This design comes from an exercise in tuning for small area, a short achievable clock period and few clock cycles per item on the open sky130 flow, not from production work.
Where RTL was checked, it was by simulation tests only, not by an equivalence proof against the original.

== north ==
==> module aes_enc_core, before the edit <==
module aes_enc_core (
    input  wire         clk,
    input  wire         rst,         
    input  wire         in_valid,
    output wire         in_ready,
    input  wire         key_256,     
    input  wire [255:0] key,
    input  wire [127:0] block_in,
    output reg          out_valid,
    output wire [127:0] block_out
);
    genvar i;
    reg  [127:0] st1;
    reg  [255:0] k1;
    reg          busy1, mode1, last1;
    reg  [3:0]   round1;
    reg  [7:0]   rcon1;
    reg          ksel_w, ksel_rw, ksel_rh;
    reg  [255:0] m2;         
    reg  [63:0]  km2;        
    reg  [255:0] k2;
    reg          busy2, mode2, last2;
    reg  [3:0]   round2;
    reg  [7:0]   rcon2;
    reg  [127:0] out_q;
    reg          in_ready_q;
    assign block_out = out_q;
    assign in_ready = in_ready_q;
    wire load = in_ready;
    wire [127:0] ark = st1 ^ k1[255:128];
    wire [31:0]  kx_in = ({32{ksel_w}}  & k1[31:0])
                       | ({32{ksel_rw}} & {k1[23:0], k1[31:24]})
                       | ({32{ksel_rh}} & {k1[151:128], k1[159:152]});
    wire [63:0]  inv1, tl1;
    wire [15:0]  kinv1, ktl1;
    generate
        for (i = 0; i < 16; i = i + 1) begin : g_sbt
            aes_sbox_top u_t (.in(ark[127-8*i -: 8]), .inv(inv1[63-4*i -: 4]),
                             .tl(tl1[63-4*i -: 4]));
        end
        for (i = 0; i < 4; i = i + 1) begin : g_ksbt
            aes_sbox_top u_t (.in(kx_in[31-8*i -: 8]), .inv(kinv1[15-4*i -: 4]),
                             .tl(ktl1[15-4*i -: 4]));
        end
    endgenerate
    wire [127:0] sub;
    generate
        for (i = 0; i < 16; i = i + 1) begin : g_sbb
            aes_sbox_bot u_b (.in(m2[255-16*i -: 8]), .inv(m2[247-16*i -: 4]),
                              .tl(m2[243-16*i -: 4]), .out(sub[127-8*i -: 8]));
        end
    endgenerate
    wire [127:0] shifted;
    generate
        for (i = 0; i < 16; i = i + 1) begin : g_sr
            localparam integer R = i % 4;
            localparam integer C = i / 4;
            localparam integer SRC = ((C + R) % 4) * 4 + R;
            assign shifted[127-8*i -: 8] = sub[127-8*SRC -: 8];
        end
    endgenerate
    wire [127:0] mixed;
    generate
        for (i = 0; i < 4; i = i + 1) begin : g_mc
            wire [7:0] a0 = shifted[127-32*i -: 8];
            wire [7:0] a1 = shifted[119-32*i -: 8];
            wire [7:0] a2 = shifted[111-32*i -: 8];
            wire [7:0] a3 = shifted[103-32*i -: 8];
            wire [7:0] t  = a0 ^ a1 ^ a2 ^ a3;
            wire [7:0] d0 = a0 ^ a1;
            wire [7:0] d1 = a1 ^ a2;
            wire [7:0] d2 = a2 ^ a3;
            wire [7:0] d3 = a3 ^ a0;
            wire [7:0] x0 = {d0[6:0], 1'b0} ^ (d0[7] ? 8'h1b : 8'h00);
            wire [7:0] x1 = {d1[6:0], 1'b0} ^ (d1[7] ? 8'h1b : 8'h00);
            wire [7:0] x2 = {d2[6:0], 1'b0} ^ (d2[7] ? 8'h1b : 8'h00);
            wire [7:0] x3 = {d3[6:0], 1'b0} ^ (d3[7] ? 8'h1b : 8'h00);
            assign mixed[127-32*i -: 8] = a0 ^ t ^ x0;
            assign mixed[119-32*i -: 8] = a1 ^ t ^ x1;
            assign mixed[111-32*i -: 8] = a2 ^ t ^ x2;
            assign mixed[103-32*i -: 8] = a3 ^ t ^ x3;
        end
    endgenerate
    wire [31:0] kx_sub;
    generate
        for (i = 0; i < 4; i = i + 1) begin : g_ksbb
            aes_sbox_bot u_b (.in(km2[63-16*i -: 8]), .inv(km2[55-16*i -: 4]),
                              .tl(km2[51-16*i -: 4]), .out(kx_sub[31-8*i -: 8]));
        end
    endgenerate
    wire        kx_rot = !mode2 || round2[0];
    wire [31:0] b0 = k2[255:224] ^ {kx_rot ? rcon2 : 8'h00, 24'h0};
    wire [31:0] b1 = b0 ^ k2[223:192];
    wire [31:0] b2 = b1 ^ k2[191:160];
    wire [31:0] b3 = b2 ^ k2[159:128];
    wire [127:0] next_words = {b0, b1, b2, b3} ^ {4{kx_sub}};
    wire [127:0] tk_base = mode2 ? k2[127:0] : {b0, b1, b2, b3};
    wire [31:0]  tk_sub  = mode2 ? 32'h0 : kx_sub;
    always @(posedge clk) begin
        for (integer b = 0; b < 16; b = b + 1)
            m2[255-16*b -: 16] <= {ark[127-8*b -: 8], inv1[63-4*b -: 4], tl1[63-4*b -: 4]};
        for (integer b = 0; b < 4; b = b + 1)
            km2[63-16*b -: 16] <= {kx_in[31-8*b -: 8], kinv1[15-4*b -: 4], ktl1[15-4*b -: 4]};
        k2     <= k1;
        mode2  <= mode1;
        round2 <= round1;
        last2  <= last1;
        rcon2  <= rcon1;
        out_q <= (shifted ^ tk_base) ^ {4{tk_sub}};
        if (load) begin
            st1    <= block_in;
            k1     <= key;
            mode1  <= key_256;
            round1 <= 4'd1;
            last1  <= 1'b0;
            rcon1  <= 8'h01;
            ksel_w  <= 1'b0;
            ksel_rw <= key_256;
            ksel_rh <= !key_256;
        end else begin
            st1    <= mixed;
            k1     <= {mode2 ? k2[127:0] : next_words, next_words};
            mode1  <= mode2;
            round1 <= round2 + 4'd1;
            last1  <= (round2 == (mode2 ? 4'd13 : 4'd9));
            rcon1  <= kx_rot ? ({rcon2[6:0], 1'b0} ^ (rcon2[7] ? 8'h1b : 8'h00)) : rcon2;
            ksel_w  <= mode2 && round2[0];
            ksel_rw <= mode2 && !round2[0];
            ksel_rh <= !mode2;
        end
    end
    always @(posedge clk) begin
        if (rst) begin
            busy1     <= 1'b0;
            busy2     <= 1'b0;
            out_valid <= 1'b0;
            in_ready_q <= 1'b1;
        end else begin
            busy2     <= busy1;
            busy1     <= load ? in_valid : (busy2 && !last2);
            out_valid <= busy2 && last2;
            in_ready_q <= (!busy1 || last1) &&
                          (load ? (!in_valid || !key_256)
                                : (!busy2 || last2 || !mode2 || round2 >= 4'd4));
        end
    end
endmodule
clock: 9.0 ns
lec_check: 0
cap_margin: 20
core_margin: 2
core_utilization: 60
place_density: 0.7
setup_slack_margin: 5
slew_margin: 20
standard.sh (not shown) runs the stock make flow with config.mk's settings and CLKGATE_MAP_FILE= SYNTH_SCRIPT=/design/flow/synth_recipe.tcl, a recipe that flattens the netlist after the stock synthesis.
==> flow/flow/run.sh <==
#!/bin/bash
# The standard layout (settings from config.mk), with the smallest buffer on every port.
set -euo pipefail
bash standard.sh "BUFFER_PORTS_ARGS=-buffer_cell sky130_fd_sc_hd__buf_1" finish > standard.log 2>&1
Testbench counts of north, summed over its fixed seeds: cycles 23,252, items 1,920.
Inputs modified between north and south:
-- flow/design.v --
<<< north, line 194
);
    genvar i;
    reg  [127:0] st1;
    reg  [255:0] k1;
>>> south, line 194
);
    genvar i;
    integer b;
    reg  [127:0] st1;
    reg  [255:0] k1;
<<< north, line 250
            wire [7:0] a2 = shifted[111-32*i -: 8];
            wire [7:0] a3 = shifted[103-32*i -: 8];
            wire [7:0] t  = a0 ^ a1 ^ a2 ^ a3;
            wire [7:0] d0 = a0 ^ a1;
            wire [7:0] d1 = a1 ^ a2;
>>> south, line 251
            wire [7:0] a2 = shifted[111-32*i -: 8];
            wire [7:0] a3 = shifted[103-32*i -: 8];
            wire [7:0] d0 = a0 ^ a1;
            wire [7:0] d1 = a1 ^ a2;
<<< north, line 259
            wire [7:0] x2 = {d2[6:0], 1'b0} ^ (d2[7] ? 8'h1b : 8'h00);
            wire [7:0] x3 = {d3[6:0], 1'b0} ^ (d3[7] ? 8'h1b : 8'h00);
            assign mixed[127-32*i -: 8] = a0 ^ t ^ x0;
            assign mixed[119-32*i -: 8] = a1 ^ t ^ x1;
            assign mixed[111-32*i -: 8] = a2 ^ t ^ x2;
            assign mixed[103-32*i -: 8] = a3 ^ t ^ x3;
        end
    endgenerate
>>> south, line 259
            wire [7:0] x2 = {d2[6:0], 1'b0} ^ (d2[7] ? 8'h1b : 8'h00);
            wire [7:0] x3 = {d3[6:0], 1'b0} ^ (d3[7] ? 8'h1b : 8'h00);
            assign mixed[127-32*i -: 8] = x0 ^ (a1 ^ d2);
            assign mixed[119-32*i -: 8] = x1 ^ (a2 ^ d3);
            assign mixed[111-32*i -: 8] = x2 ^ (a3 ^ d0);
            assign mixed[103-32*i -: 8] = x3 ^ (a0 ^ d1);
        end
    endgenerate
<<< north, line 278
    wire [31:0] b3 = b2 ^ k2[159:128];
    wire [127:0] next_words = {b0, b1, b2, b3} ^ {4{kx_sub}};
    wire [127:0] tk_base = mode2 ? k2[127:0] : {b0, b1, b2, b3};
    wire [31:0]  tk_sub  = mode2 ? 32'h0 : kx_sub;
    always @(posedge clk) begin
        for (integer b = 0; b < 16; b = b + 1)
            m2[255-16*b -: 16] <= {ark[127-8*b -: 8], inv1[63-4*b -: 4], tl1[63-4*b -: 4]};
        for (integer b = 0; b < 4; b = b + 1)
            km2[63-16*b -: 16] <= {kx_in[31-8*b -: 8], kinv1[15-4*b -: 4], ktl1[15-4*b -: 4]};
        k2     <= k1;
>>> south, line 278
    wire [31:0] b3 = b2 ^ k2[159:128];
    wire [127:0] next_words = {b0, b1, b2, b3} ^ {4{kx_sub}};
    wire [127:0] this_key = mode2 ? k2[127:0] : next_words;
    always @(posedge clk) begin
        for (b = 0; b < 16; b = b + 1)
            m2[255-16*b -: 16] <= {ark[127-8*b -: 8], inv1[63-4*b -: 4], tl1[63-4*b -: 4]};
        for (b = 0; b < 4; b = b + 1)
            km2[63-16*b -: 16] <= {kx_in[31-8*b -: 8], kinv1[15-4*b -: 4], ktl1[15-4*b -: 4]};
        k2     <= k1;
<<< north, line 290
        last2  <= last1;
        rcon2  <= rcon1;
        out_q <= (shifted ^ tk_base) ^ {4{tk_sub}};
        if (load) begin
            st1    <= block_in;
>>> south, line 289
        last2  <= last1;
        rcon2  <= rcon1;
        out_q <= shifted ^ this_key;
        if (load) begin
            st1    <= block_in;
<<< north, line 303
        end else begin
            st1    <= mixed;
            k1     <= {mode2 ? k2[127:0] : next_words, next_words};
            mode1  <= mode2;
            round1 <= round2 + 4'd1;
>>> south, line 302
        end else begin
            st1    <= mixed;
            k1     <= {this_key, next_words};
            mode1  <= mode2;
            round1 <= round2 + 4'd1;
Results
- Per the comparison of south with north, CTS buffer count increased about 1.7%; data arrival at the endpoint of the critical path moved down.
- Comparing north with south, the sum of routed wire segments on met1 came out essentially unchanged.
- Compare south and north | global-route usage higher: north
- Between south and north, the post-cts gate resize count is higher for north.
- Met3 routing resource usage after global routing: south and north compared, lower one is south
- south against north: met2 usage decreased 0.75 points, number of synthesized flops with an enable pin comparable.
- Going from north to south, length of the first detailed-routing pass in iterations went up, layout buffering overhead excluding clock cells stayed essentially flat, area of the core region higher.
Only the layout flow was run in south; the RTL was not checked for function there.

[re-timing with driven ports]
In the flow no input, the clock included, has a driving cell. The finished layouts below were timed again as built, in two steps. Step 1, drivers: a clkbuf_16 drives clk and a buf_2 each remaining input, both assumed. Step 2 times the ports against the registers' clock, not the clock port: input delays grow and output delays shrink by t, the midpoint of the rising clock arrivals with the driver on. Three values: ideal ports, drivers, drivers and shift; two values: the first two.
run	t, ns	setup WS [ns]	worst setup path after step 2	slew at the worst register clock pin (ns)
north	0.792	5.059 / 5.059 / 5.059	register to register	0.07 / 0.07
south	0.784	5.040 / 5.040 / 5.040	register to register	0.07 / 0.07
After both steps every run listed still meets setup and hold.
